Context: an optimization exercise on an open-source flow, tuned for small area and a short achievable clock period. The choices shown serve that exercise and are no tape-out recipe.
Function was checked by simulation only, so behaviour that the tests miss may differ from the original.
No activity file was given, so power comes from the tool's default toggle rates.

==> design.v <==
module sine_quarter_rom (
    input  wire [10:0] idx,
    output reg  [16:0] val
);
    always @(*) begin
        case (idx)
            11'd0: val = 17'd0;
            11'd1: val = 17'd201;
            11'd2: val = 17'd402;
            11'd3: val = 17'd603;
            11'd4: val = 17'd804;
            11'd5: val = 17'd1005;
            11'd6: val = 17'd1206;
            11'd7: val = 17'd1407;
            11'd8: val = 17'd1608;
            11'd9: val = 17'd1809;
            11'd10: val = 17'd2011;
            11'd11: val = 17'd2212;
            11'd12: val = 17'd2413;
            11'd13: val = 17'd2614;
            11'd14: val = 17'd2815;
            11'd15: val = 17'd3016;
            11'd16: val = 17'd3217;
            11'd17: val = 17'd3418;
            11'd18: val = 17'd3619;
            11'd19: val = 17'd3820;
            11'd20: val = 17'd4021;
            11'd21: val = 17'd4222;
            11'd22: val = 17'd4423;
            11'd23: val = 17'd4623;
            11'd24: val = 17'd4824;
            11'd25: val = 17'd5025;
            11'd26: val = 17'd5226;
            11'd27: val = 17'd5427;
            11'd28: val = 17'd5628;
            11'd29: val = 17'd5829;
            11'd30: val = 17'd6030;
            11'd31: val = 17'd6231;
            11'd32: val = 17'd6431;
            11'd33: val = 17'd6632;
            11'd34: val = 17'd6833;
            11'd35: val = 17'd7034;
            11'd36: val = 17'd7235;
            11'd37: val = 17'd7435;
            11'd38: val = 17'd7636;
            11'd39: val = 17'd7837;
            11'd40: val = 17'd8037;
            11'd41: val = 17'd8238;
            11'd42: val = 17'd8439;
            11'd43: val = 17'd8639;
            11'd44: val = 17'd8840;
            11'd45: val = 17'd9041;
            11'd46: val = 17'd9241;
            11'd47: val = 17'd9442;
            11'd48: val = 17'd9642;
            11'd49: val = 17'd9843;
            11'd50: val = 17'd10043;
            11'd51: val = 17'd10244;
            11'd52: val = 17'd10444;
            11'd53: val = 17'd10645;
            11'd54: val = 17'd10845;
            11'd55: val = 17'd11045;
            11'd56: val = 17'd11246;
            11'd57: val = 17'd11446;
            11'd58: val = 17'd11646;
            11'd59: val = 17'd11846;
            11'd60: val = 17'd12047;
            11'd61: val = 17'd12247;
            11'd62: val = 17'd12447;
            11'd63: val = 17'd12647;
            11'd64: val = 17'd12847;
            11'd65: val = 17'd13047;
            11'd66: val = 17'd13247;
            11'd67: val = 17'd13447;
            11'd68: val = 17'd13647;
            11'd69: val = 17'd13847;
            11'd70: val = 17'd14047;
            11'd71: val = 17'd14247;
            11'd72: val = 17'd14447;
            11'd73: val = 17'd14647;
            11'd74: val = 17'd14847;
            11'd75: val = 17'd15046;
            11'd76: val = 17'd15246;
            11'd77: val = 17'd15446;
            11'd78: val = 17'd15645;
            11'd79: val = 17'd15845;
            11'd80: val = 17'd16045;
            11'd81: val = 17'd16244;
            11'd82: val = 17'd16444;
            11'd83: val = 17'd16643;
            11'd84: val = 17'd16843;
            11'd85: val = 17'd17042;
            11'd86: val = 17'd17241;
            11'd87: val = 17'd17441;
            11'd88: val = 17'd17640;
            11'd89: val = 17'd17839;
            11'd90: val = 17'd18038;
            11'd91: val = 17'd18237;
            11'd92: val = 17'd18436;
            11'd93: val = 17'd18635;
            11'd94: val = 17'd18834;
            11'd95: val = 17'd19033;
            11'd96: val = 17'd19232;
            11'd97: val = 17'd19431;
            11'd98: val = 17'd19630;
            11'd99: val = 17'd19829;
            11'd100: val = 17'd20027;
            11'd101: val = 17'd20226;
            11'd102: val = 17'd20425;
            11'd103: val = 17'd20623;
            11'd104: val = 17'd20822;
            11'd105: val = 17'd21020;
            11'd106: val = 17'd21219;
            11'd107: val = 17'd21417;
            11'd108: val = 17'd21615;
            11'd109: val = 17'd21814;
            11'd110: val = 17'd22012;
            11'd111: val = 17'd22210;
            11'd112: val = 17'd22408;
            11'd113: val = 17'd22606;
            11'd114: val = 17'd22804;
            11'd115: val = 17'd23002;
            11'd116: val = 17'd23200;
            11'd117: val = 17'd23398;
            11'd118: val = 17'd23596;
            11'd119: val = 17'd23794;
            11'd120: val = 17'd23991;
            11'd121: val = 17'd24189;
            11'd122: val = 17'd24387;
            11'd123: val = 17'd24584;
            11'd124: val = 17'd24782;
            11'd125: val = 17'd24979;
            11'd126: val = 17'd25176;
            11'd127: val = 17'd25374;
            11'd128: val = 17'd25571;
            11'd129: val = 17'd25768;
            11'd130: val = 17'd25965;
            11'd131: val = 17'd26162;
            11'd132: val = 17'd26359;
            11'd133: val = 17'd26556;
            11'd134: val = 17'd26753;
            11'd135: val = 17'd26950;
            11'd136: val = 17'd27147;
            11'd137: val = 17'd27343;
            11'd138: val = 17'd27540;
            11'd139: val = 17'd27736;
            11'd140: val = 17'd27933;
            11'd141: val = 17'd28129;
            11'd142: val = 17'd28326;
            11'd143: val = 17'd28522;
            11'd144: val = 17'd28718;
            11'd145: val = 17'd28914;
            11'd146: val = 17'd29110;
            11'd147: val = 17'd29306;
            11'd148: val = 17'd29502;
            11'd149: val = 17'd29698;
            11'd150: val = 17'd29894;
            11'd151: val = 17'd30090;
            11'd152: val = 17'd30285;
            11'd153: val = 17'd30481;
            11'd154: val = 17'd30676;
            11'd155: val = 17'd30872;
            11'd156: val = 17'd31067;
            11'd157: val = 17'd31262;
            11'd158: val = 17'd31458;
            11'd159: val = 17'd31653;
            11'd160: val = 17'd31848;
            11'd161: val = 17'd32043;
            11'd162: val = 17'd32238;
            11'd163: val = 17'd32433;
            11'd164: val = 17'd32627;
            11'd165: val = 17'd32822;
            11'd166: val = 17'd33017;
            11'd167: val = 17'd33211;
            11'd168: val = 17'd33406;
            11'd169: val = 17'd33600;
            11'd170: val = 17'd33794;
            11'd171: val = 17'd33989;
            11'd172: val = 17'd34183;
            11'd173: val = 17'd34377;
            11'd174: val = 17'd34571;
            11'd175: val = 17'd34765;
            11'd176: val = 17'd34959;
            11'd177: val = 17'd35152;
            11'd178: val = 17'd35346;
            11'd179: val = 17'd35540;
            11'd180: val = 17'd35733;
            11'd181: val = 17'd35926;
            11'd182: val = 17'd36120;
            11'd183: val = 17'd36313;
            11'd184: val = 17'd36506;
            11'd185: val = 17'd36699;
            11'd186: val = 17'd36892;
            11'd187: val = 17'd37085;
            11'd188: val = 17'd37278;
            11'd189: val = 17'd37471;
            11'd190: val = 17'd37663;
            11'd191: val = 17'd37856;
            11'd192: val = 17'd38048;
            11'd193: val = 17'd38241;
            11'd194: val = 17'd38433;
            11'd195: val = 17'd38625;
            11'd196: val = 17'd38817;
            11'd197: val = 17'd39009;
            11'd198: val = 17'd39201;
            11'd199: val = 17'd39393;
            11'd200: val = 17'd39585;
            11'd201: val = 17'd39776;
            11'd202: val = 17'd39968;
            11'd203: val = 17'd40159;
            11'd204: val = 17'd40350;
            11'd205: val = 17'd40542;
            11'd206: val = 17'd40733;
            11'd207: val = 17'd40924;
            11'd208: val = 17'd41115;
            11'd209: val = 17'd41306;
            11'd210: val = 17'd41497;
            11'd211: val = 17'd41687;
            11'd212: val = 17'd41878;
            11'd213: val = 17'd42068;
            11'd214: val = 17'd42259;
            11'd215: val = 17'd42449;
            11'd216: val = 17'd42639;
            11'd217: val = 17'd42829;
            11'd218: val = 17'd43019;
            11'd219: val = 17'd43209;
            11'd220: val = 17'd43399;
            11'd221: val = 17'd43588;
            11'd222: val = 17'd43778;
            11'd223: val = 17'd43967;
            11'd224: val = 17'd44157;
            11'd225: val = 17'd44346;
            11'd226: val = 17'd44535;
            11'd227: val = 17'd44724;
            11'd228: val = 17'd44913;
            11'd229: val = 17'd45102;
            11'd230: val = 17'd45291;
            11'd231: val = 17'd45479;
            11'd232: val = 17'd45668;
            11'd233: val = 17'd45856;
            11'd234: val = 17'd46045;
            11'd235: val = 17'd46233;
            11'd236: val = 17'd46421;
            11'd237: val = 17'd46609;
            11'd238: val = 17'd46797;
            11'd239: val = 17'd46985;
            11'd240: val = 17'd47172;
            11'd241: val = 17'd47360;
            11'd242: val = 17'd47547;
            11'd243: val = 17'd47734;
            11'd244: val = 17'd47922;
            11'd245: val = 17'd48109;
            11'd246: val = 17'd48296;
            11'd247: val = 17'd48483;
            11'd248: val = 17'd48669;
            11'd249: val = 17'd48856;
            11'd250: val = 17'd49042;
            11'd251: val = 17'd49229;
            11'd252: val = 17'd49415;
            11'd253: val = 17'd49601;
            11'd254: val = 17'd49787;
            11'd255: val = 17'd49973;
            11'd256: val = 17'd50159;
            11'd257: val = 17'd50345;
            11'd258: val = 17'd50530;
            11'd259: val = 17'd50716;
            11'd260: val = 17'd50901;
            11'd261: val = 17'd51086;
            11'd262: val = 17'd51271;
            11'd263: val = 17'd51456;
            11'd264: val = 17'd51641;
            11'd265: val = 17'd51826;
            11'd266: val = 17'd52011;
            11'd267: val = 17'd52195;
            11'd268: val = 17'd52380;
            11'd269: val = 17'd52564;
            11'd270: val = 17'd52748;
            11'd271: val = 17'd52932;
            11'd272: val = 17'd53116;
            11'd273: val = 17'd53300;
            11'd274: val = 17'd53483;
            11'd275: val = 17'd53667;
            11'd276: val = 17'd53850;
            11'd277: val = 17'd54033;
            11'd278: val = 17'd54216;
            11'd279: val = 17'd54399;
            11'd280: val = 17'd54582;
            11'd281: val = 17'd54765;
            11'd282: val = 17'd54948;
            11'd283: val = 17'd55130;
            11'd284: val = 17'd55312;
            11'd285: val = 17'd55495;
            11'd286: val = 17'd55677;
            11'd287: val = 17'd55859;
            11'd288: val = 17'd56041;
            11'd289: val = 17'd56222;
            11'd290: val = 17'd56404;
            11'd291: val = 17'd56585;
            11'd292: val = 17'd56766;
            11'd293: val = 17'd56948;
            11'd294: val = 17'd57129;
            11'd295: val = 17'd57310;
            11'd296: val = 17'd57490;
            11'd297: val = 17'd57671;
            11'd298: val = 17'd57851;
            11'd299: val = 17'd58032;
            11'd300: val = 17'd58212;
            11'd301: val = 17'd58392;
            11'd302: val = 17'd58572;
            11'd303: val = 17'd58752;
            11'd304: val = 17'd58931;
            11'd305: val = 17'd59111;
            11'd306: val = 17'd59290;
            11'd307: val = 17'd59470;
            11'd308: val = 17'd59649;
            11'd309: val = 17'd59828;
            11'd310: val = 17'd60007;
            11'd311: val = 17'd60185;
            11'd312: val = 17'd60364;
            11'd313: val = 17'd60542;
            11'd314: val = 17'd60720;
            11'd315: val = 17'd60899;
            11'd316: val = 17'd61076;
            11'd317: val = 17'd61254;
            11'd318: val = 17'd61432;
            11'd319: val = 17'd61610;
            11'd320: val = 17'd61787;
            11'd321: val = 17'd61964;
            11'd322: val = 17'd62141;
            11'd323: val = 17'd62318;
            11'd324: val = 17'd62495;
            11'd325: val = 17'd62672;
            11'd326: val = 17'd62848;
            11'd327: val = 17'd63025;
            11'd328: val = 17'd63201;
            11'd329: val = 17'd63377;
            11'd330: val = 17'd63553;
            11'd331: val = 17'd63729;
            11'd332: val = 17'd63904;
            11'd333: val = 17'd64080;
            11'd334: val = 17'd64255;
            11'd335: val = 17'd64430;
            11'd336: val = 17'd64605;
            11'd337: val = 17'd64780;
            11'd338: val = 17'd64955;
            11'd339: val = 17'd65129;
            11'd340: val = 17'd65304;
            11'd341: val = 17'd65478;
            11'd342: val = 17'd65652;
            11'd343: val = 17'd65826;
            11'd344: val = 17'd66000;
            11'd345: val = 17'd66173;
            11'd346: val = 17'd66347;
            11'd347: val = 17'd66520;
            11'd348: val = 17'd66693;
            11'd349: val = 17'd66866;
            11'd350: val = 17'd67039;
            11'd351: val = 17'd67212;
            11'd352: val = 17'd67384;
            11'd353: val = 17'd67557;
            11'd354: val = 17'd67729;
            11'd355: val = 17'd67901;
            11'd356: val = 17'd68073;
            11'd357: val = 17'd68245;
            11'd358: val = 17'd68416;
            11'd359: val = 17'd68588;
            11'd360: val = 17'd68759;
            11'd361: val = 17'd68930;
            11'd362: val = 17'd69101;
            11'd363: val = 17'd69272;
            11'd364: val = 17'd69442;
            11'd365: val = 17'd69613;
            11'd366: val = 17'd69783;
            11'd367: val = 17'd69953;
            11'd368: val = 17'd70123;
            11'd369: val = 17'd70293;
            11'd370: val = 17'd70463;
            11'd371: val = 17'd70632;
            11'd372: val = 17'd70801;
            11'd373: val = 17'd70970;
            11'd374: val = 17'd71139;
            11'd375: val = 17'd71308;
            11'd376: val = 17'd71477;
            11'd377: val = 17'd71645;
            11'd378: val = 17'd71814;
            11'd379: val = 17'd71982;
            11'd380: val = 17'd72150;
            11'd381: val = 17'd72317;
            11'd382: val = 17'd72485;
            11'd383: val = 17'd72652;
            11'd384: val = 17'd72820;
            11'd385: val = 17'd72987;
            11'd386: val = 17'd73154;
            11'd387: val = 17'd73320;
            11'd388: val = 17'd73487;
            11'd389: val = 17'd73653;
            11'd390: val = 17'd73820;
            11'd391: val = 17'd73986;
            11'd392: val = 17'd74152;
            11'd393: val = 17'd74317;
            11'd394: val = 17'd74483;
            11'd395: val = 17'd74648;
            11'd396: val = 17'd74813;
            11'd397: val = 17'd74978;
            11'd398: val = 17'd75143;
            11'd399: val = 17'd75308;
            11'd400: val = 17'd75472;
            11'd401: val = 17'd75637;
            11'd402: val = 17'd75801;
            11'd403: val = 17'd75965;
            11'd404: val = 17'd76128;
            11'd405: val = 17'd76292;
            11'd406: val = 17'd76455;
            11'd407: val = 17'd76619;
            11'd408: val = 17'd76782;
            11'd409: val = 17'd76945;
            11'd410: val = 17'd77107;
            11'd411: val = 17'd77270;
            11'd412: val = 17'd77432;
            11'd413: val = 17'd77594;
            11'd414: val = 17'd77756;
            11'd415: val = 17'd77918;
            11'd416: val = 17'd78079;
            11'd417: val = 17'd78241;
            11'd418: val = 17'd78402;
            11'd419: val = 17'd78563;
            11'd420: val = 17'd78724;
            11'd421: val = 17'd78885;
            11'd422: val = 17'd79045;
            11'd423: val = 17'd79205;
            11'd424: val = 17'd79366;
            11'd425: val = 17'd79525;
            11'd426: val = 17'd79685;
            11'd427: val = 17'd79845;
            11'd428: val = 17'd80004;
            11'd429: val = 17'd80163;
            11'd430: val = 17'd80322;
            11'd431: val = 17'd80481;
            11'd432: val = 17'd80640;
            11'd433: val = 17'd80798;
            11'd434: val = 17'd80956;
            11'd435: val = 17'd81114;
            11'd436: val = 17'd81272;
            11'd437: val = 17'd81430;
            11'd438: val = 17'd81587;
            11'd439: val = 17'd81745;
            11'd440: val = 17'd81902;
            11'd441: val = 17'd82058;
            11'd442: val = 17'd82215;
            11'd443: val = 17'd82372;
            11'd444: val = 17'd82528;
            11'd445: val = 17'd82684;
            11'd446: val = 17'd82840;
            11'd447: val = 17'd82996;
            11'd448: val = 17'd83151;
            11'd449: val = 17'd83307;
            11'd450: val = 17'd83462;
            11'd451: val = 17'd83617;
            11'd452: val = 17'd83771;
            11'd453: val = 17'd83926;
            11'd454: val = 17'd84080;
            11'd455: val = 17'd84234;
            11'd456: val = 17'd84388;
            11'd457: val = 17'd84542;
            11'd458: val = 17'd84696;
            11'd459: val = 17'd84849;
            11'd460: val = 17'd85002;
            11'd461: val = 17'd85155;
            11'd462: val = 17'd85308;
            11'd463: val = 17'd85460;
            11'd464: val = 17'd85613;
            11'd465: val = 17'd85765;
            11'd466: val = 17'd85917;
            11'd467: val = 17'd86069;
            11'd468: val = 17'd86220;
            11'd469: val = 17'd86371;
            11'd470: val = 17'd86523;
            11'd471: val = 17'd86673;
            11'd472: val = 17'd86824;
            11'd473: val = 17'd86975;
            11'd474: val = 17'd87125;
            11'd475: val = 17'd87275;
            11'd476: val = 17'd87425;
            11'd477: val = 17'd87575;
            11'd478: val = 17'd87724;
            11'd479: val = 17'd87873;
            11'd480: val = 17'd88023;
            11'd481: val = 17'd88171;
            11'd482: val = 17'd88320;
            11'd483: val = 17'd88469;
            11'd484: val = 17'd88617;
            11'd485: val = 17'd88765;
            11'd486: val = 17'd88913;
            11'd487: val = 17'd89060;
            11'd488: val = 17'd89208;
            11'd489: val = 17'd89355;
            11'd490: val = 17'd89502;
            11'd491: val = 17'd89649;
            11'd492: val = 17'd89795;
            11'd493: val = 17'd89942;
            11'd494: val = 17'd90088;
            11'd495: val = 17'd90234;
            11'd496: val = 17'd90379;
            11'd497: val = 17'd90525;
            11'd498: val = 17'd90670;
            11'd499: val = 17'd90815;
            11'd500: val = 17'd90960;
            11'd501: val = 17'd91105;
            11'd502: val = 17'd91249;
            11'd503: val = 17'd91394;
            11'd504: val = 17'd91538;
            11'd505: val = 17'd91681;
            11'd506: val = 17'd91825;
            11'd507: val = 17'd91968;
            11'd508: val = 17'd92111;
            11'd509: val = 17'd92254;
            11'd510: val = 17'd92397;
            11'd511: val = 17'd92540;
            11'd512: val = 17'd92682;
            11'd513: val = 17'd92824;
            11'd514: val = 17'd92966;
            11'd515: val = 17'd93107;
            11'd516: val = 17'd93249;
            11'd517: val = 17'd93390;
            11'd518: val = 17'd93531;
            11'd519: val = 17'd93672;
            11'd520: val = 17'd93812;
            11'd521: val = 17'd93953;
            11'd522: val = 17'd94093;
            11'd523: val = 17'd94233;
            11'd524: val = 17'd94372;
            11'd525: val = 17'd94512;
            11'd526: val = 17'd94651;
            11'd527: val = 17'd94790;
            11'd528: val = 17'd94929;
            11'd529: val = 17'd95067;
            11'd530: val = 17'd95205;
            11'd531: val = 17'd95343;
            11'd532: val = 17'd95481;
            11'd533: val = 17'd95619;
            11'd534: val = 17'd95756;
            11'd535: val = 17'd95894;
            11'd536: val = 17'd96030;
            11'd537: val = 17'd96167;
            11'd538: val = 17'd96304;
            11'd539: val = 17'd96440;
            11'd540: val = 17'd96576;
            11'd541: val = 17'd96712;
            11'd542: val = 17'd96847;
            11'd543: val = 17'd96983;
            11'd544: val = 17'd97118;
            11'd545: val = 17'd97253;
            11'd546: val = 17'd97388;
            11'd547: val = 17'd97522;
            11'd548: val = 17'd97656;
            11'd549: val = 17'd97790;
            11'd550: val = 17'd97924;
            11'd551: val = 17'd98058;
            11'd552: val = 17'd98191;
            11'd553: val = 17'd98324;
            11'd554: val = 17'd98457;
            11'd555: val = 17'd98589;
            11'd556: val = 17'd98722;
            11'd557: val = 17'd98854;
            11'd558: val = 17'd98986;
            11'd559: val = 17'd99117;
            11'd560: val = 17'd99249;
            11'd561: val = 17'd99380;
            11'd562: val = 17'd99511;
            11'd563: val = 17'd99642;
            11'd564: val = 17'd99772;
            11'd565: val = 17'd99903;
            11'd566: val = 17'd100033;
            11'd567: val = 17'd100162;
            11'd568: val = 17'd100292;
            11'd569: val = 17'd100421;
            11'd570: val = 17'd100550;
            11'd571: val = 17'd100679;
            11'd572: val = 17'd100808;
            11'd573: val = 17'd100936;
            11'd574: val = 17'd101064;
            11'd575: val = 17'd101192;
            11'd576: val = 17'd101320;
            11'd577: val = 17'd101447;
            11'd578: val = 17'd101575;
            11'd579: val = 17'd101702;
            11'd580: val = 17'd101828;
            11'd581: val = 17'd101955;
            11'd582: val = 17'd102081;
            11'd583: val = 17'd102207;
            11'd584: val = 17'd102333;
            11'd585: val = 17'd102458;
            11'd586: val = 17'd102584;
            11'd587: val = 17'd102709;
            11'd588: val = 17'd102833;
            11'd589: val = 17'd102958;
            11'd590: val = 17'd103082;
            11'd591: val = 17'd103206;
            11'd592: val = 17'd103330;
            11'd593: val = 17'd103454;
            11'd594: val = 17'd103577;
            11'd595: val = 17'd103700;
            11'd596: val = 17'd103823;
            11'd597: val = 17'd103946;
            11'd598: val = 17'd104068;
            11'd599: val = 17'd104190;
            11'd600: val = 17'd104312;
            11'd601: val = 17'd104434;
            11'd602: val = 17'd104555;
            11'd603: val = 17'd104676;
            11'd604: val = 17'd104797;
            11'd605: val = 17'd104918;
            11'd606: val = 17'd105038;
            11'd607: val = 17'd105158;
            11'd608: val = 17'd105278;
            11'd609: val = 17'd105398;
            11'd610: val = 17'd105517;
            11'd611: val = 17'd105636;
            11'd612: val = 17'd105755;
            11'd613: val = 17'd105874;
            11'd614: val = 17'd105992;
            11'd615: val = 17'd106110;
            11'd616: val = 17'd106228;
            11'd617: val = 17'd106346;
            11'd618: val = 17'd106463;
            11'd619: val = 17'd106580;
            11'd620: val = 17'd106697;
            11'd621: val = 17'd106814;
            11'd622: val = 17'd106930;
            11'd623: val = 17'd107047;
            11'd624: val = 17'd107162;
            11'd625: val = 17'd107278;
            11'd626: val = 17'd107394;
            11'd627: val = 17'd107509;
            11'd628: val = 17'd107624;
            11'd629: val = 17'd107738;
            11'd630: val = 17'd107853;
            11'd631: val = 17'd107967;
            11'd632: val = 17'd108081;
            11'd633: val = 17'd108194;
            11'd634: val = 17'd108308;
            11'd635: val = 17'd108421;
            11'd636: val = 17'd108534;
            11'd637: val = 17'd108646;
            11'd638: val = 17'd108758;
            11'd639: val = 17'd108871;
            11'd640: val = 17'd108982;
            11'd641: val = 17'd109094;
            11'd642: val = 17'd109205;
            11'd643: val = 17'd109316;
            11'd644: val = 17'd109427;
            11'd645: val = 17'd109538;
            11'd646: val = 17'd109648;
            11'd647: val = 17'd109758;
            11'd648: val = 17'd109868;
            11'd649: val = 17'd109977;
            11'd650: val = 17'd110087;
            11'd651: val = 17'd110196;
            11'd652: val = 17'd110304;
            11'd653: val = 17'd110413;
            11'd654: val = 17'd110521;
            11'd655: val = 17'd110629;
            11'd656: val = 17'd110737;
            11'd657: val = 17'd110844;
            11'd658: val = 17'd110951;
            11'd659: val = 17'd111058;
            11'd660: val = 17'd111165;
            11'd661: val = 17'd111271;
            11'd662: val = 17'd111377;
            11'd663: val = 17'd111483;
            11'd664: val = 17'd111589;
            11'd665: val = 17'd111694;
            11'd666: val = 17'd111799;
            11'd667: val = 17'd111904;
            11'd668: val = 17'd112009;
            11'd669: val = 17'd112113;
            11'd670: val = 17'd112217;
            11'd671: val = 17'd112321;
            11'd672: val = 17'd112424;
            11'd673: val = 17'd112527;
            11'd674: val = 17'd112630;
            11'd675: val = 17'd112733;
            11'd676: val = 17'd112836;
            11'd677: val = 17'd112938;
            11'd678: val = 17'd113040;
            11'd679: val = 17'd113141;
            11'd680: val = 17'd113243;
            11'd681: val = 17'd113344;
            11'd682: val = 17'd113445;
            11'd683: val = 17'd113545;
            11'd684: val = 17'd113645;
            11'd685: val = 17'd113746;
            11'd686: val = 17'd113845;
            11'd687: val = 17'd113945;
            11'd688: val = 17'd114044;
            11'd689: val = 17'd114143;
            11'd690: val = 17'd114242;
            11'd691: val = 17'd114340;
            11'd692: val = 17'd114438;
            11'd693: val = 17'd114536;
            11'd694: val = 17'd114634;
            11'd695: val = 17'd114731;
            11'd696: val = 17'd114828;
            11'd697: val = 17'd114925;
            11'd698: val = 17'd115022;
            11'd699: val = 17'd115118;
            11'd700: val = 17'd115214;
            11'd701: val = 17'd115310;
            11'd702: val = 17'd115405;
            11'd703: val = 17'd115500;
            11'd704: val = 17'd115595;
            11'd705: val = 17'd115690;
            11'd706: val = 17'd115784;
            11'd707: val = 17'd115878;
            11'd708: val = 17'd115972;
            11'd709: val = 17'd116066;
            11'd710: val = 17'd116159;
            11'd711: val = 17'd116252;
            11'd712: val = 17'd116345;
            11'd713: val = 17'd116437;
            11'd714: val = 17'd116529;
            11'd715: val = 17'd116621;
            11'd716: val = 17'd116713;
            11'd717: val = 17'd116804;
            11'd718: val = 17'd116895;
            11'd719: val = 17'd116986;
            11'd720: val = 17'd117077;
            11'd721: val = 17'd117167;
            11'd722: val = 17'd117257;
            11'd723: val = 17'd117347;
            11'd724: val = 17'd117436;
            11'd725: val = 17'd117525;
            11'd726: val = 17'd117614;
            11'd727: val = 17'd117703;
            11'd728: val = 17'd117791;
            11'd729: val = 17'd117879;
            11'd730: val = 17'd117967;
            11'd731: val = 17'd118054;
            11'd732: val = 17'd118142;
            11'd733: val = 17'd118229;
            11'd734: val = 17'd118315;
            11'd735: val = 17'd118402;
            11'd736: val = 17'd118488;
            11'd737: val = 17'd118574;
            11'd738: val = 17'd118659;
            11'd739: val = 17'd118744;
            11'd740: val = 17'd118829;
            11'd741: val = 17'd118914;
            11'd742: val = 17'd118998;
            11'd743: val = 17'd119083;
            11'd744: val = 17'd119166;
            11'd745: val = 17'd119250;
            11'd746: val = 17'd119333;
            11'd747: val = 17'd119416;
            11'd748: val = 17'd119499;
            11'd749: val = 17'd119582;
            11'd750: val = 17'd119664;
            11'd751: val = 17'd119746;
            11'd752: val = 17'd119827;
            11'd753: val = 17'd119909;
            11'd754: val = 17'd119990;
            11'd755: val = 17'd120070;
            11'd756: val = 17'd120151;
            11'd757: val = 17'd120231;
            11'd758: val = 17'd120311;
            11'd759: val = 17'd120391;
            11'd760: val = 17'd120470;
            11'd761: val = 17'd120549;
            11'd762: val = 17'd120628;
            11'd763: val = 17'd120706;
            11'd764: val = 17'd120785;
            11'd765: val = 17'd120863;
            11'd766: val = 17'd120940;
            11'd767: val = 17'd121018;
            11'd768: val = 17'd121095;
            11'd769: val = 17'd121172;
            11'd770: val = 17'd121248;
            11'd771: val = 17'd121324;
            11'd772: val = 17'd121400;
            11'd773: val = 17'd121476;
            11'd774: val = 17'd121551;
            11'd775: val = 17'd121626;
            11'd776: val = 17'd121701;
            11'd777: val = 17'd121776;
            11'd778: val = 17'd121850;
            11'd779: val = 17'd121924;
            11'd780: val = 17'd121997;
            11'd781: val = 17'd122071;
            11'd782: val = 17'd122144;
            11'd783: val = 17'd122217;
            11'd784: val = 17'd122289;
            11'd785: val = 17'd122361;
            11'd786: val = 17'd122433;
            11'd787: val = 17'd122505;
            11'd788: val = 17'd122576;
            11'd789: val = 17'd122647;
            11'd790: val = 17'd122718;
            11'd791: val = 17'd122789;
            11'd792: val = 17'd122859;
            11'd793: val = 17'd122929;
            11'd794: val = 17'd122998;
            11'd795: val = 17'd123068;
            11'd796: val = 17'd123137;
            11'd797: val = 17'd123206;
            11'd798: val = 17'd123274;
            11'd799: val = 17'd123342;
            11'd800: val = 17'd123410;
            11'd801: val = 17'd123478;
            11'd802: val = 17'd123545;
            11'd803: val = 17'd123612;
            11'd804: val = 17'd123679;
            11'd805: val = 17'd123745;
            11'd806: val = 17'd123811;
            11'd807: val = 17'd123877;
            11'd808: val = 17'd123943;
            11'd809: val = 17'd124008;
            11'd810: val = 17'd124073;
            11'd811: val = 17'd124138;
            11'd812: val = 17'd124202;
            11'd813: val = 17'd124266;
            11'd814: val = 17'd124330;
            11'd815: val = 17'd124393;
            11'd816: val = 17'd124457;
            11'd817: val = 17'd124519;
            11'd818: val = 17'd124582;
            11'd819: val = 17'd124644;
            11'd820: val = 17'd124706;
            11'd821: val = 17'd124768;
            11'd822: val = 17'd124830;
            11'd823: val = 17'd124891;
            11'd824: val = 17'd124952;
            11'd825: val = 17'd125012;
            11'd826: val = 17'd125073;
            11'd827: val = 17'd125133;
            11'd828: val = 17'd125192;
            11'd829: val = 17'd125252;
            11'd830: val = 17'd125311;
            11'd831: val = 17'd125370;
            11'd832: val = 17'd125428;
            11'd833: val = 17'd125486;
            11'd834: val = 17'd125544;
            11'd835: val = 17'd125602;
            11'd836: val = 17'd125659;
            11'd837: val = 17'd125716;
            11'd838: val = 17'd125773;
            11'd839: val = 17'd125829;
            11'd840: val = 17'd125886;
            11'd841: val = 17'd125941;
            11'd842: val = 17'd125997;
            11'd843: val = 17'd126052;
            11'd844: val = 17'd126107;
            11'd845: val = 17'd126162;
            11'd846: val = 17'd126216;
            11'd847: val = 17'd126270;
            11'd848: val = 17'd126324;
            11'd849: val = 17'd126378;
            11'd850: val = 17'd126431;
            11'd851: val = 17'd126484;
            11'd852: val = 17'd126536;
            11'd853: val = 17'd126588;
            11'd854: val = 17'd126640;
            11'd855: val = 17'd126692;
            11'd856: val = 17'd126744;
            11'd857: val = 17'd126795;
            11'd858: val = 17'd126845;
            11'd859: val = 17'd126896;
            11'd860: val = 17'd126946;
            11'd861: val = 17'd126996;
            11'd862: val = 17'd127046;
            11'd863: val = 17'd127095;
            11'd864: val = 17'd127144;
            11'd865: val = 17'd127193;
            11'd866: val = 17'd127241;
            11'd867: val = 17'd127289;
            11'd868: val = 17'd127337;
            11'd869: val = 17'd127384;
            11'd870: val = 17'd127432;
            11'd871: val = 17'd127479;
            11'd872: val = 17'd127525;
            11'd873: val = 17'd127571;
            11'd874: val = 17'd127617;
            11'd875: val = 17'd127663;
            11'd876: val = 17'd127709;
            11'd877: val = 17'd127754;
            11'd878: val = 17'd127799;
            11'd879: val = 17'd127843;
            11'd880: val = 17'd127887;
            11'd881: val = 17'd127931;
            11'd882: val = 17'd127975;
            11'd883: val = 17'd128018;
            11'd884: val = 17'd128061;
            11'd885: val = 17'd128104;
            11'd886: val = 17'd128146;
            11'd887: val = 17'd128188;
            11'd888: val = 17'd128230;
            11'd889: val = 17'd128272;
            11'd890: val = 17'd128313;
            11'd891: val = 17'd128354;
            11'd892: val = 17'd128394;
            11'd893: val = 17'd128434;
            11'd894: val = 17'd128474;
            11'd895: val = 17'd128514;
            11'd896: val = 17'd128553;
            11'd897: val = 17'd128593;
            11'd898: val = 17'd128631;
            11'd899: val = 17'd128670;
            11'd900: val = 17'd128708;
            11'd901: val = 17'd128746;
            11'd902: val = 17'd128783;
            11'd903: val = 17'd128821;
            11'd904: val = 17'd128858;
            11'd905: val = 17'd128894;
            11'd906: val = 17'd128931;
            11'd907: val = 17'd128967;
            11'd908: val = 17'd129002;
            11'd909: val = 17'd129038;
            11'd910: val = 17'd129073;
            11'd911: val = 17'd129108;
            11'd912: val = 17'd129142;
            11'd913: val = 17'd129177;
            11'd914: val = 17'd129210;
            11'd915: val = 17'd129244;
            11'd916: val = 17'd129277;
            11'd917: val = 17'd129310;
            11'd918: val = 17'd129343;
            11'd919: val = 17'd129375;
            11'd920: val = 17'd129408;
            11'd921: val = 17'd129439;
            11'd922: val = 17'd129471;
            11'd923: val = 17'd129502;
            11'd924: val = 17'd129533;
            11'd925: val = 17'd129563;
            11'd926: val = 17'd129594;
            11'd927: val = 17'd129624;
            11'd928: val = 17'd129653;
            11'd929: val = 17'd129683;
            11'd930: val = 17'd129712;
            11'd931: val = 17'd129740;
            11'd932: val = 17'd129769;
            11'd933: val = 17'd129797;
            11'd934: val = 17'd129825;
            11'd935: val = 17'd129852;
            11'd936: val = 17'd129880;
            11'd937: val = 17'd129906;
            11'd938: val = 17'd129933;
            11'd939: val = 17'd129959;
            11'd940: val = 17'd129985;
            11'd941: val = 17'd130011;
            11'd942: val = 17'd130036;
            11'd943: val = 17'd130062;
            11'd944: val = 17'd130086;
            11'd945: val = 17'd130111;
            11'd946: val = 17'd130135;
            11'd947: val = 17'd130159;
            11'd948: val = 17'd130182;
            11'd949: val = 17'd130206;
            11'd950: val = 17'd130228;
            11'd951: val = 17'd130251;
            11'd952: val = 17'd130273;
            11'd953: val = 17'd130295;
            11'd954: val = 17'd130317;
            11'd955: val = 17'd130338;
            11'd956: val = 17'd130360;
            11'd957: val = 17'd130380;
            11'd958: val = 17'd130401;
            11'd959: val = 17'd130421;
            11'd960: val = 17'd130441;
            11'd961: val = 17'd130460;
            11'd962: val = 17'd130480;
            11'd963: val = 17'd130499;
            11'd964: val = 17'd130517;
            11'd965: val = 17'd130536;
            11'd966: val = 17'd130554;
            11'd967: val = 17'd130571;
            11'd968: val = 17'd130589;
            11'd969: val = 17'd130606;
            11'd970: val = 17'd130623;
            11'd971: val = 17'd130639;
            11'd972: val = 17'd130655;
            11'd973: val = 17'd130671;
            11'd974: val = 17'd130687;
            11'd975: val = 17'd130702;
            11'd976: val = 17'd130717;
            11'd977: val = 17'd130731;
            11'd978: val = 17'd130746;
            11'd979: val = 17'd130760;
            11'd980: val = 17'd130774;
            11'd981: val = 17'd130787;
            11'd982: val = 17'd130800;
            11'd983: val = 17'd130813;
            11'd984: val = 17'd130825;
            11'd985: val = 17'd130838;
            11'd986: val = 17'd130849;
            11'd987: val = 17'd130861;
            11'd988: val = 17'd130872;
            11'd989: val = 17'd130883;
            11'd990: val = 17'd130894;
            11'd991: val = 17'd130904;
            11'd992: val = 17'd130914;
            11'd993: val = 17'd130924;
            11'd994: val = 17'd130933;
            11'd995: val = 17'd130942;
            11'd996: val = 17'd130951;
            11'd997: val = 17'd130960;
            11'd998: val = 17'd130968;
            11'd999: val = 17'd130976;
            11'd1000: val = 17'd130983;
            11'd1001: val = 17'd130990;
            11'd1002: val = 17'd130997;
            11'd1003: val = 17'd131004;
            11'd1004: val = 17'd131010;
            11'd1005: val = 17'd131016;
            11'd1006: val = 17'd131022;
            11'd1007: val = 17'd131027;
            11'd1008: val = 17'd131033;
            11'd1009: val = 17'd131037;
            11'd1010: val = 17'd131042;
            11'd1011: val = 17'd131046;
            11'd1012: val = 17'd131050;
            11'd1013: val = 17'd131053;
            11'd1014: val = 17'd131057;
            11'd1015: val = 17'd131060;
            11'd1016: val = 17'd131062;
            11'd1017: val = 17'd131064;
            11'd1018: val = 17'd131066;
            11'd1019: val = 17'd131068;
            11'd1020: val = 17'd131070;
            11'd1021: val = 17'd131071;
            11'd1022: val = 17'd131071;
            11'd1023: val = 17'd131071;
            11'd1024: val = 17'd131071;
            default: val = 17'd0;
        endcase
    end
endmodule
module sine_lookup (
    input  wire        [15:0] angle,
    output wire signed [21:0] val
);
    wire [11:0] i0 = angle[15:4];
    wire [11:0] i1 = angle[15:4] + 12'd1;
    wire [3:0]  w  = angle[3:0];
    wire [10:0] j0 = i0[10] ? (11'd1024 - {1'b0, i0[9:0]}) : {1'b0, i0[9:0]};
    wire [10:0] j1 = i1[10] ? (11'd1024 - {1'b0, i1[9:0]}) : {1'b0, i1[9:0]};
    wire [16:0] t0;
    wire [16:0] t1;
    sine_quarter_rom rom0 (.idx(j0), .val(t0));
    sine_quarter_rom rom1 (.idx(j1), .val(t1));
    wire signed [17:0] e0 = i0[11] ? -$signed({1'b0, t0}) : $signed({1'b0, t0});
    wire signed [17:0] e1 = i1[11] ? -$signed({1'b0, t1}) : $signed({1'b0, t1});
    wire signed [18:0] diff = e1 - e0;
    wire signed [23:0] prod = diff * $signed({1'b0, w});
    assign val = ($signed({e0, 4'b0000}) + prod);
endmodule
module fix_to_f32 (
    input  wire signed [21:0] v,
    output reg         [31:0] f
);
    reg        sign;
    reg [20:0] mag;
    reg [4:0]  msb;
    reg [23:0] frac;
    integer    k;
    always @(*) begin
        sign = v[21];
        mag  = sign ? -v[20:0] : v[20:0];
        msb  = 5'd0;
        for (k = 0; k < 21; k = k + 1)
            if (mag[k])
                msb = k[4:0];
        frac = {3'b000, mag} << (5'd23 - msb);
        if (mag == 21'd0)
            f = 32'd0;
        else
            f = {sign, 8'd106 + {3'b000, msb}, frac[22:0]};
    end
endmodule
module sincos_unit (
    input  wire        clk,
    input  wire        rst,
    input  wire        in_valid,
    input  wire [15:0] in_angle,
    output reg         out_valid,
    output reg  [31:0] out_sin,
    output reg  [31:0] out_cos
);
    reg        s1_valid;
    reg [15:0] s1_angle;
    always @(posedge clk) begin
        if (rst)
            s1_valid <= 1'b0;
        else
            s1_valid <= in_valid;
        s1_angle <= in_angle;
    end
    wire signed [21:0] sin_val;
    wire signed [21:0] cos_val;
    sine_lookup sin_lu (.angle(s1_angle),            .val(sin_val));
    sine_lookup cos_lu (.angle(s1_angle + 16'h4000), .val(cos_val));
    reg               s2_valid;
    reg signed [21:0] s2_sin;
    reg signed [21:0] s2_cos;
    always @(posedge clk) begin
        if (rst)
            s2_valid <= 1'b0;
        else
            s2_valid <= s1_valid;
        s2_sin <= sin_val;
        s2_cos <= cos_val;
    end
    wire [31:0] sin_f;
    wire [31:0] cos_f;
    fix_to_f32 sin_cv (.v(s2_sin), .f(sin_f));
    fix_to_f32 cos_cv (.v(s2_cos), .f(cos_f));
    always @(posedge clk) begin
        if (rst)
            out_valid <= 1'b0;
        else
            out_valid <= s2_valid;
        out_sin <= sin_f;
        out_cos <= cos_f;
    end
endmodule
==> run.sh <==
#!/bin/bash
# synth_recipe.tcl (not shown) runs the flow's synth.tcl, then flattens the netlist and writes it again
# the make line also repeats each setting of config.mk as NAME=value (left out here)
make -C /OpenROAD-flow-scripts/flow DESIGN_CONFIG=/design/flow/config.mk WORK_HOME=/design/flow/orfs CLKGATE_MAP_FILE= SYNTH_SCRIPT=/design/flow/synth_recipe.tcl finish
==> config.mk <==
export PLATFORM = sky130hd
export DESIGN_NAME = sincos_unit
export DESIGN_NICKNAME = sincos_unit
export VERILOG_FILES = /design/flow/design.v
export SDC_FILE = /design/flow/constraint.sdc
export NUM_CORES = 4
export LEC_CHECK = 0
export ABC_AREA = 1
export CAP_MARGIN = 40
export CORE_AREA = 5 5 525 525
export DIE_AREA = 0 0 530 530
export PLACE_DENSITY = 0.35
export SLEW_MARGIN = 40
export SYNTH_MEMORY_MAX_BITS = 131072
==> constraint.sdc <==
create_clock -name core_clock -period 13.0 [get_ports {clk}]
set_input_delay 2.6000 -clock core_clock [delete_from_list [all_inputs] [get_ports {clk}]]
set_output_delay 2.6000 -clock core_clock [all_outputs]
set_load 0.01 [all_outputs]
==> metrics.md <==
| Metric | Value |
|---|---|
| Outcome | timing/DRC/antenna clean |
| Syn avg cell area | roughly 5 um2 |
| IO buf count | 83 |
| Sink Count | 127 |
| Ys Warns | 3 |
| Worst reg2reg setup slack | ~0.78 ns |
| Leakage power | 34.0 nW |
| Via count | approximately 90000 |
| Grt total ovfl | 0 |
| Startpoint types | flop |
| Power per cell area | 233 nW/um2 |
| Reg2reg end | s2_cos[21] |
| Peak VDD IR | 0.331 mV |
| DR iter-0 viols | 14900 |
| Wire length per cell | 33.2 um |
| Top delay family on crit path | simple AND/OR/NAND/NOR gates |
| Placed cells | 15200 |
| Clock Pin Slew Worst Setup and Hold Paths | 0.09 ns |
| DR DRC count | 0 |
| Reg2reg path depth | 60 |
| CTS Hold Bufs | 0 |
| Cell type with the largest total area after synthesis | nand2_1 |
| Core Region | 270000 um2 |
| CTS Buffer Depth | 2 |
| Syn Nets | 12300 |
| Post-synthesis sequential area ratio | around 4.3% |
| Crit-path slowest cell | nand2_2 |
| Crit Path Class | reg -> reg |
| Int Power | ~5.4 mW |
| Most frequent cells in the layout | 4450 x nand2_1, 1965 x nand3_1, 1002 x nor2_1, 904 x inv_1, 661 x o21ai_0 |
| Psw | 9.76 mW |
| Main synth FF type | dfxtp_1 |
| Initial Utilization | around 22% |
| Worst-path fanout max | 26 |
| Sw frac | 64.2% |
| Arrival time at the worst endpoint | 12.59 ns |
| Count of cells resized by post-cts repair | 0 |
| Antenna violations before repair | 33 |
| First-pass GRT wire length | 696 mm |
| Vias in the first global route | between 80000 and 90000 |
| H-tree lvl count | 4 |
| Worst Max-Slew Pin Slew | 0.944 ns |
| Worst Setup EP | s2_cos[21] |
| Overall power | ~15 mW |
| Final Cycle Share | 94.0% |
| Cell repeated most along the worst path | nand2_1 |
| Fin Setup TNS | 0 ns |
| Setup Fix Bufs, Post-CTS | 0 |
| Root Buffer | clkbuf_16 |
| Final setup viols | 0 |
| Worst Setup End Kind | flop |
| Top post-synthesis cells by area | nand2_1 28%, nand3_1 17%, nor2_1 6.4% |
| Combinational share of power | 91.1% |
| Clk_skew | 0.0217 ns |
| CTS tree | built |
| I/O Pins | 84 |
| Post-Synthesis Cells | between 10000 and 15000 |
| Worst EP required | 13.37 ns |
| Antenna Nets Post-Route | 0 |
| Reg2reg start | s1_angle[5] |
| Fin. Hold Viols | 0 |
| CP Depth | 60 |
| Buf/Inv on CP | 11 |
| Sequential share of power | 5.6% |
| Aggregate global-route resource usage | between 30% and 40% |
| Total Wirelength | 507 mm |
| Worst-Skew Late Latency | 0.49 ns |
| Post-synth cell types | 58 |
| DRT Pass-1 Iters | 8 |
| Final Cell Area | 65100 um2 |
| Clk network pwr share | under 10% |
| Largest net degree at the start of global routing | 93 |
| Max-Slew Margin vs Limit | around 36% |
| DP Area | 64500 um2 |
| Ys async rst share | 0% |
| Leading cell type in the layout, fill and taps excluded | nand2_1 |
| Post-Layout Cell Count | 15300 |
| Fillers | 32800 |
| Final Wtd Congestion | between 1 and 1.5 |
| RSZ-0062 raised after global routing | no |
| Slew Limit Fails | 0 |
| Max cap viols | 0 |
| Share of cells above drive strength 1 | 5.39% |
| Number of flops mapped to enable cells by yosys | 0 |
| Synth Register Bits | 127 |
| Setup crit start | s1_angle[5] |
| Share of the synthesized area in the top cell type | ~28% |
| Largest stage delay, worst path | 0.67 ns |
| Number of buffers created by CTS | 17 |
| Post-DP HPWL | 386 mm |
| Rows | 191 |
| Die area | 281000 um2 |
| Via-per-instance ratio | slightly below 6 |
| Die width | approximately 530 um |
| HP Class | reg -> reg |
| P&R area growth vs syn | 9.86% |
| Max Freq | 81.8 MHz |
| Die Ht | between 500 and 600 um |
| Syn Std Cell Area | 59300 um2 |
| Clock period minus worst slack | between 10 and 15 ns |
| Hold slack final | between 0.4 and 0.5 ns |
| Layout Nets | around 12000 |
## synthesized netlist by cell type, drive strengths merged, types with 8 or more instances
library cell,number
dfxtp,127
o22ai,33
xor2,103
a22oi,8
nand2,4535
o211ai,180
buf,498
o221ai,22
a21oi,594
a31oi,72
o21bai,14
clkinv,11
o2111ai,22
xnor2,38
nor2,1043
or2,16
clkbuf,211
a21boi,14
nor3,53
inv,941
nand3b,21
o31ai,21
ha,255
o21ai,764
nand4,169
fa,108
nand3,1993
o21a,14
## kinds of logic after synthesis
family | synth area share [%]
AO/OA/AOI/OAI | 16.8
XOR/XNOR | 2.08
adder cells (fa/ha/maj) | 9.03
buffers and inverters | 12.0
flip-flops | 4.29
AND/OR/NAND/NOR | 55.8
## how the worst min path moves through the flow
stage	startpoint	to	slack, ns	depth (start not counted)
2_1_floorplan	s2_valid	out_valid	0.39	2
3_3_place_gp	s1_valid	s2_valid	0.40	2
3_5_place_dp	s1_valid	s2_valid	0.40	2
4_1_cts	s1_valid	s2_valid	0.41	2
5_1_grt	s1_valid	s2_valid	0.44	2
6_report	s1_valid	s2_valid	0.40	2
## metal layers
layer | vias up | routed length, um | track usage [%]
met3 | 1760 | 55300 | 7.81
met1 | 43200 | 203000 | 44.6
met2 | 6763 | 206000 | 50.2
met4 | 22 | 42100 | 22.8
met5 | - | 139 | 0
li1 | 38700 | - | -
## final cells by class
| cell class | instances | area [um2] | share of cell area (%) |
|---|---|---|---|
| Multi-Input combinational cell | 10100 | 50000 | 76.7 |
| Tap cell | 3570 | 4470 | 6.86 |
| Timing Repair Buffer | 440 | 3930 | 6.04 |
| Inverter | 952 | 3590 | 5.51 |
| Sequential cell | 127 | 2550 | 3.91 |
| Clock buffer | 17 | 425 | 0.653 |
| Clock inverter | 15 | 151 | 0.232 |
| Antenna cell | 28 | 70.1 | 0.108 |
## power by group through the flow
stage,registers [mW],logic (mW),clock network [mW]
floorplan,0.858,9.25,0
global placement,0.865,13.9,0
detailed placement,0.866,13.7,0
CTS,0.857,13.7,0.523
global route,0.879,15.5,0.534
finish,0.853,13.8,0.498
## tightest hold or removal path, delay by kind of cell, from the launching register on
family	cells	cell delay [ns]
buf+inv	1	0.04
flops	1	0.30
simple gates	1	0.03
## sequential cells by signal (all words and copies together) (netlist names)
signal,cells
out_cos,32
out_sin,32
out_valid,1
s1_angle,16
s1_valid,1
s2_cos,22
s2_sin,22
s2_valid,1
## metrics by stage
step                util [%]  worst slack (ns)
global route            24.1            0.0469
detailed placement      23.9             0.465
global placement        23.9             0.478
CTS                     24.1             0.415
finish                  24.1             0.780
floorplan                  -              2.00

[port drivers added, routing unchanged]
How much do the figures lean on ideal ports? The routed layout below was timed once more, with nothing changed but the port constraints.
Step 1: set_driving_cell puts a clkbuf_16 on clk and a buf_2 on each other input, an assumption about the parent block.
Step 2 times the ports against the registers' clock, not the clock port: input delays grow and output delays shrink by t, the midpoint of the rising clock arrivals with the driver on.
Slacks: ideal / step 1 / step 2; pairs: ideal / step 1.
t (ns): 0.538
setup WS [ns]: 0.780 / 0.780 / 0.780
slew at the worst register clock pin (ns): 0.09 / 0.09
After both steps setup and hold are still met in this run. The setup slack of this run moves by 0.000 ns with the drivers and by 0.000 ns with both steps.
